This is an optimization exercise on Yosys and OpenROAD, whose aim is small area, a short achievable clock period and few clock cycles per item, not a production implementation.
Where RTL was checked, it was by simulation tests only, not by an equivalence proof against the original.
Power figures rest on the tool's default switching activity, not on a simulated workload.

==> v19 <==
## fe_rms
module fe_rms (
    input  wire        clk,
    input  wire        rst_n,
    input  wire        start,
    input  wire [63:0] sum,      
    input  wire [31:0] count,    
    output wire        in_ready,
    output reg         out_valid,
    output wire [31:0] rms
);
==> module fe_rms, before the edit <==
module fe_rms (
    input  wire        clk,
    input  wire        rst_n,
    input  wire        start,
    input  wire [63:0] sum,      
    input  wire [31:0] count,    
    output wire        in_ready,
    output reg         out_valid,
    output wire [31:0] rms
);
    reg        dbusy;
    reg [4:0]  dcnt;
    reg [31:0] drem;       
    reg [39:0] dq;         
    reg [31:0] dn;         
    reg        dz;         
    reg  ready;            
    wire dlast = (dcnt == 5'd28);    
    wire dfin  = (dcnt == 5'd29);    
    assign in_ready = ready;
    wire [33:0] tq = {drem, dq[39:38]};
    wire [33:0] d1, d2;
    wire        ge1, ge2;
    fe_rms_sub #(.W(34)) u_sub1 (.a(tq), .b({2'b0, dn}), .d(d1), .ge(ge1));
    fe_rms_sub #(.W(34)) u_sub2 (.a(tq), .b({1'b0, dn, 1'b0}), .d(d2), .ge(ge2));
    wire [34:0] ta = {1'b0, tq};
    wire [34:0] tb = ~{3'b0, dn};
    wire [34:0] tc = ~{2'b0, dn, 1'b0};
    wire [34:0] cx = ta ^ tb ^ tc;
    wire [34:0] cc = (ta & tb) | (ta & tc) | (tb & tc);
    wire [34:0] d3;
    fe_rms_add #(.W(35)) u_add3 (.a(cx), .b({cc[33:0], 1'b1}), .ci(1'b1), .s(d3));
    wire        ge3 = !d3[34];
    wire        q1  = ge2;
    wire        q2  = ge3 || (ge1 && !ge2);
    wire [31:0] r2  = ge3 ? d3[31:0] : ge2 ? d2[31:0] : ge1 ? d1[31:0] : tq[31:0];
    always @(posedge clk) begin
        if (in_ready) begin
            drem <= sum[63:40];
            dq   <= sum[39:0];
            dn   <= count;
            dz   <= (count == 32'd0);
            dcnt <= 5'd0;
        end else begin
            drem <= r2;
            dq   <= {dq[37:0], 2'b00};
            dcnt <= dcnt + 5'd1;
        end
        if (!rst_n) begin
            dbusy <= 1'b0;
            ready <= 1'b1;
        end else if (in_ready) begin
            dbusy <= start;
            ready <= !start;
        end else begin
            ready <= dlast;
        end
    end
    reg        sv;         
    reg        sfirst;     
    reg        slast;      
    reg [1:0]  qp;
    reg        pnz;        
    always @(posedge clk) begin
        qp     <= dz ? 2'b00 : {q1, q2};
        sfirst <= (dcnt == 5'd0);
        slast  <= dlast;
        if (dfin)
            pnz <= (drem != 32'd0);
        if (!rst_n)
            sv <= 1'b0;
        else
            sv <= dbusy && !dfin;
    end
    reg [29:0] srem;       
    reg [28:0] root;
    wire [31:0] ssh = {srem, qp};
    wire [28:0] rt  = root;
    wire [31:0] sdf;
    wire        sb;
    fe_rms_sub #(.W(32)) u_sub3 (.a(ssh), .b({1'b0, rt[28:0], 2'b01}), .d(sdf), .ge(sb));
    wire [29:0] sr  = sb ? sdf[29:0] : ssh[29:0];
    reg         srnd;      
    wire        inc = root[0] && !(!pnz && srem == 30'd0 && !root[1]);
    always @(posedge clk) begin
        if (sfirst)
            srem <= {28'd0, qp[1] & qp[0], qp[1] & !qp[0]};
        else
            srem <= sr;
        if (srnd)
            root <= {1'b0, root[28:1]} + {28'd0, inc};
        else if (sfirst)
            root <= {28'd0, qp != 2'b00};
        else
            root <= {rt[27:0], sb};
        if (!rst_n) begin
            srnd      <= 1'b0;
            out_valid <= 1'b0;
        end else begin
            srnd      <= sv && slast;
            out_valid <= srnd;
        end
    end
    assign rms = {3'd0, root};
endmodule
==> module fe_rms_sub, before the edit <==
module fe_rms_sub #(
    parameter W = 33
) (
    input  wire [W-1:0] a,
    input  wire [W-1:0] b,
    output wire [W-1:0] d,
    output wire         ge
);
    localparam L = $clog2(W);
    wire [W-1:0] p = a ^ ~b;
    wire [W-1:0] g = a & ~b;
    wire [W-1:0] G [0:L];
    wire [W-1:0] P [0:L];
    assign G[0] = {g[W-1:1], g[0] | p[0]};
    assign P[0] = p;
    genvar l, i;
    generate
        for (l = 0; l < L; l = l + 1) begin : g_lvl
            for (i = 0; i < W; i = i + 1) begin : g_bit
                if ((i >> l) & 1) begin : g_op
                    localparam integer K = ((i >> l) << l) - 1;
                    assign G[l+1][i] = G[l][i] | (P[l][i] & G[l][K]);
                    assign P[l+1][i] = P[l][i] & P[l][K];
                end else begin : g_pass
                    assign G[l+1][i] = G[l][i];
                    assign P[l+1][i] = P[l][i];
                end
            end
        end
    endgenerate
    assign d  = p ^ {G[L][W-2:0], 1'b1};
    assign ge = G[L][W-1];
endmodule
==> module fe_rms_add, before the edit <==
module fe_rms_add #(
    parameter W = 35
) (
    input  wire [W-1:0] a,
    input  wire [W-1:0] b,
    input  wire         ci,
    output wire [W-1:0] s
);
    localparam L = $clog2(W);
    wire [W-1:0] p = a ^ b;
    wire [W-1:0] g = a & b;
    wire [W-1:0] G [0:L];
    wire [W-1:0] P [0:L];
    assign G[0] = {g[W-1:1], g[0] | (p[0] & ci)};
    assign P[0] = p;
    genvar l, i;
    generate
        for (l = 0; l < L; l = l + 1) begin : g_lvl
            for (i = 0; i < W; i = i + 1) begin : g_bit
                if ((i >> l) & 1) begin : g_op
                    localparam integer K = ((i >> l) << l) - 1;
                    assign G[l+1][i] = G[l][i] | (P[l][i] & G[l][K]);
                    assign P[l+1][i] = P[l][i] & P[l][K];
                end else begin : g_pass
                    assign G[l+1][i] = G[l][i];
                    assign P[l+1][i] = P[l][i];
                end
            end
        end
    endgenerate
    assign s = p ^ {G[L][W-2:0], ci};
endmodule
Settings: LEC_CHECK=0, CAP_MARGIN=20, CORE_MARGIN=2, CORE_UTILIZATION=40, SLEW_MARGIN=20; clock period 10.0 ns.
standard.sh (not shown) runs the stock make flow with config.mk's settings and CLKGATE_MAP_FILE= SYNTH_SCRIPT=/design/flow/synth_recipe.tcl, a recipe that flattens the netlist after the stock synthesis.
==> flow/flow/run.sh <==
#!/bin/bash
# Layout flow: the standard flow (its synthesis, floorplan, power grid,
# tap cells, placement, clock tree and routing), with two changes made through
# ORFS variables: timing repair aims at a setup slack of 7 ns instead of
# 0 ns, and the input and output ports are buffered with sky130_fd_sc_hd__buf_1.
# standard.sh's output goes to standard.log; ORFS keeps each step's log under
# orfs/logs/.
set -euo pipefail
export SETUP_SLACK_MARGIN=7
export BUFFER_PORTS_ARGS="-buffer_cell sky130_fd_sc_hd__buf_1"
bash standard.sh > standard.log 2>&1
==> v38: changes against v19 <==
--- a/flow/design.v
+++ b/flow/design.v
@@ -18,6 +18,7 @@
     wire dlast = (dcnt == 5'd28);    
     wire dfin  = (dcnt == 5'd29);    
     assign in_ready = ready;
+    wire load = !dbusy || dfin;
     wire [33:0] tq = {drem, dq[39:38]};
     wire [33:0] d1, d2;
     wire        ge1, ge2;
@@ -35,7 +36,7 @@
     wire        q2  = ge3 || (ge1 && !ge2);
     wire [31:0] r2  = ge3 ? d3[31:0] : ge2 ? d2[31:0] : ge1 ? d1[31:0] : tq[31:0];
     always @(posedge clk) begin
-        if (in_ready) begin
+        if (load) begin
             drem <= sum[63:40];
             dq   <= sum[39:0];
             dn   <= count;
@@ -111,7 +112,7 @@
     output wire [W-1:0] d,
     output wire         ge
 );
-    localparam L = $clog2(W);
+    localparam L = (W > 32) ? 6 : (W > 16) ? 5 : (W > 8) ? 4 : (W > 4) ? 3 : 2;
     wire [W-1:0] p = a ^ ~b;
     wire [W-1:0] g = a & ~b;
     wire [W-1:0] G [0:L];
@@ -144,7 +145,7 @@
     input  wire         ci,
     output wire [W-1:0] s
 );
-    localparam L = $clog2(W);
+    localparam L = (W > 32) ? 6 : (W > 16) ? 5 : (W > 8) ? 4 : (W > 4) ? 3 : 2;
     wire [W-1:0] p = a ^ b;
     wire [W-1:0] g = a & b;
     wire [W-1:0] G [0:L];
Settings changed: ABC_AREA set to 1, TNS_END_PERCENT set to 10.
==> v20: changes against v19 <==
==> flow/design.v (replaced) <==
module fe_rms (
    input  wire        clk,
    input  wire        rst_n,
    input  wire        start,
    input  wire [63:0] sum,      
    input  wire [31:0] count,    
    output wire        in_ready,
    output reg         out_valid,
    output wire [31:0] rms
);
    reg        dbusy;
    reg [4:0]  dcnt;
    reg [31:0] drem;       
    reg [39:0] dq;         
    reg [31:0] dn;         
    reg        dz;         
    reg  ready;            
    wire dlast = (dcnt == 5'd28);
    assign in_ready = ready;
    wire [32:0] sh1 = {drem, dq[39]};
    wire [33:0] df1 = {1'b0, sh1} - {2'b0, dn};
    wire        q1  = !df1[33];
    wire [31:0] r1  = q1 ? df1[31:0] : sh1[31:0];
    wire [32:0] sh2 = {r1, dq[38]};
    wire [33:0] df2 = {1'b0, sh2} - {2'b0, dn};
    wire        q2  = !df2[33];
    wire [31:0] r2  = q2 ? df2[31:0] : sh2[31:0];
    always @(posedge clk) begin
        if (in_ready) begin
            drem <= sum[63:40];
            dq   <= sum[39:0];
            dn   <= count;
            dz   <= (count == 32'd0);
            dcnt <= 5'd0;
        end else begin
            drem <= r2;
            dq   <= {dq[37:0], 2'b00};
            dcnt <= dcnt + 5'd1;
        end
        if (!rst_n) begin
            dbusy <= 1'b0;
            ready <= 1'b1;
        end else if (in_ready) begin
            dbusy <= start;
            ready <= !start;
        end else begin
            ready <= (dcnt == 5'd27);
        end
    end
    reg        sv;         
    reg        sfirst;     
    reg        slast;      
    reg [1:0]  qp;
    reg        pnz;        
    always @(posedge clk) begin
        qp     <= dz ? 2'b00 : {q1, q2};
        sfirst <= (dcnt == 5'd0);
        slast  <= dlast;
        if (dlast)
            pnz <= !((r1 == 32'd0) || ({r1, 1'b0} == {1'b0, dn}));
        if (!rst_n)
            sv <= 1'b0;
        else
            sv <= dbusy;
    end
    reg [29:0] srem;       
    reg [28:0] root;
    wire [31:0] ssh = {(sfirst ? 30'd0 : srem), qp};
    wire [28:0] rt  = sfirst ? 29'd0 : root;
    wire [32:0] sdf = {1'b0, ssh} - {2'b0, rt[28:0], 2'b01};
    wire        sb  = !sdf[32];
    wire [29:0] sr  = sb ? sdf[29:0] : ssh[29:0];
    always @(posedge clk) begin
        srem <= sr;
        root <= {rt[27:0], sb};
        if (!rst_n)
            out_valid <= 1'b0;
        else
            out_valid <= sv && slast;
    end
    wire inc = root[0] && !(!pnz && srem == 30'd0 && !root[1]);
    assign rms = {3'd0, {1'b0, root[28:1]} + {28'd0, inc}};
endmodule
==> flow/run.sh (new file) <==
#!/bin/bash
# synth_recipe.tcl (not shown) runs the flow's synth.tcl, then flattens the netlist and writes it again
# the make line also repeats each setting of config.mk as NAME=value (left out here)
make -C /OpenROAD-flow-scripts/flow DESIGN_CONFIG=/design/flow/config.mk WORK_HOME=/design/flow/orfs CLKGATE_MAP_FILE= SYNTH_SCRIPT=/design/flow/synth_recipe.tcl finish
Settings changed: SETUP_SLACK_MARGIN set to 5.
removed: flow/flow/run.sh
removed: flow/standard.sh
==> results.txt <==
Power: v20 < v38 < v19.
In v38 the fmax is larger than in v19, by 20%.
Global-route usage: v38 is lower than v20 (0.67 points).
The highest clock power belongs to v38, the lowest to v19.
Utilization: v20 > v19 > v38.
Between v20 and v19, the lower sequential cell count is in v20 (gap 1).
Between v19 and v38, the lower hold slack is in v38 (gap 17 ps).
The highest synthesized cell count belongs to v38, the lowest to v19.
Against v38, the sequential power of v20 is lower by about 6%.
Cell count, highest first: v38, v19, v20.
Testbench counts of v38, summed over its fixed seeds: cycles 48,016, items 1,600.
Testbench counts of v20, summed over its fixed seeds: cycles 46,416, items 1,600.
No functional check of the RTL was part of v19.

[what the ideal ports hide]
In the flow no input, the clock included, has a driving cell. The finished layouts below were timed again as built, in two steps.
Step 1: set_driving_cell puts a clkbuf_16 on clk and a buf_2 on each other input, an assumption about the parent block.
Step 2 moves the port delays by t, midway between the first and last clock arrival at a register: inputs arrive t later, outputs are due t later. That takes back most of the time a late clock gives input paths.
a / b / c = ideal / step 1 / step 2; a / b = the first two.
run | shift t [ns] | setup slack, ns | hold slack, ns
v19 | 0.501 | 6.319 / 6.319 / 6.319 | 0.439 / 0.439 / 0.439
v38 | 0.506 | 6.944 / 6.893 / 6.734 | 0.422 / 0.422 / 0.422
v20 | 0.504 | 4.848 / 4.848 / 4.848 | 0.450 / 0.450 / 0.450
After both steps every run listed still meets setup and hold. For v38, which loses most, drivers alone change the setup slack by -0.051 ns; drivers and shift together by -0.210 ns.
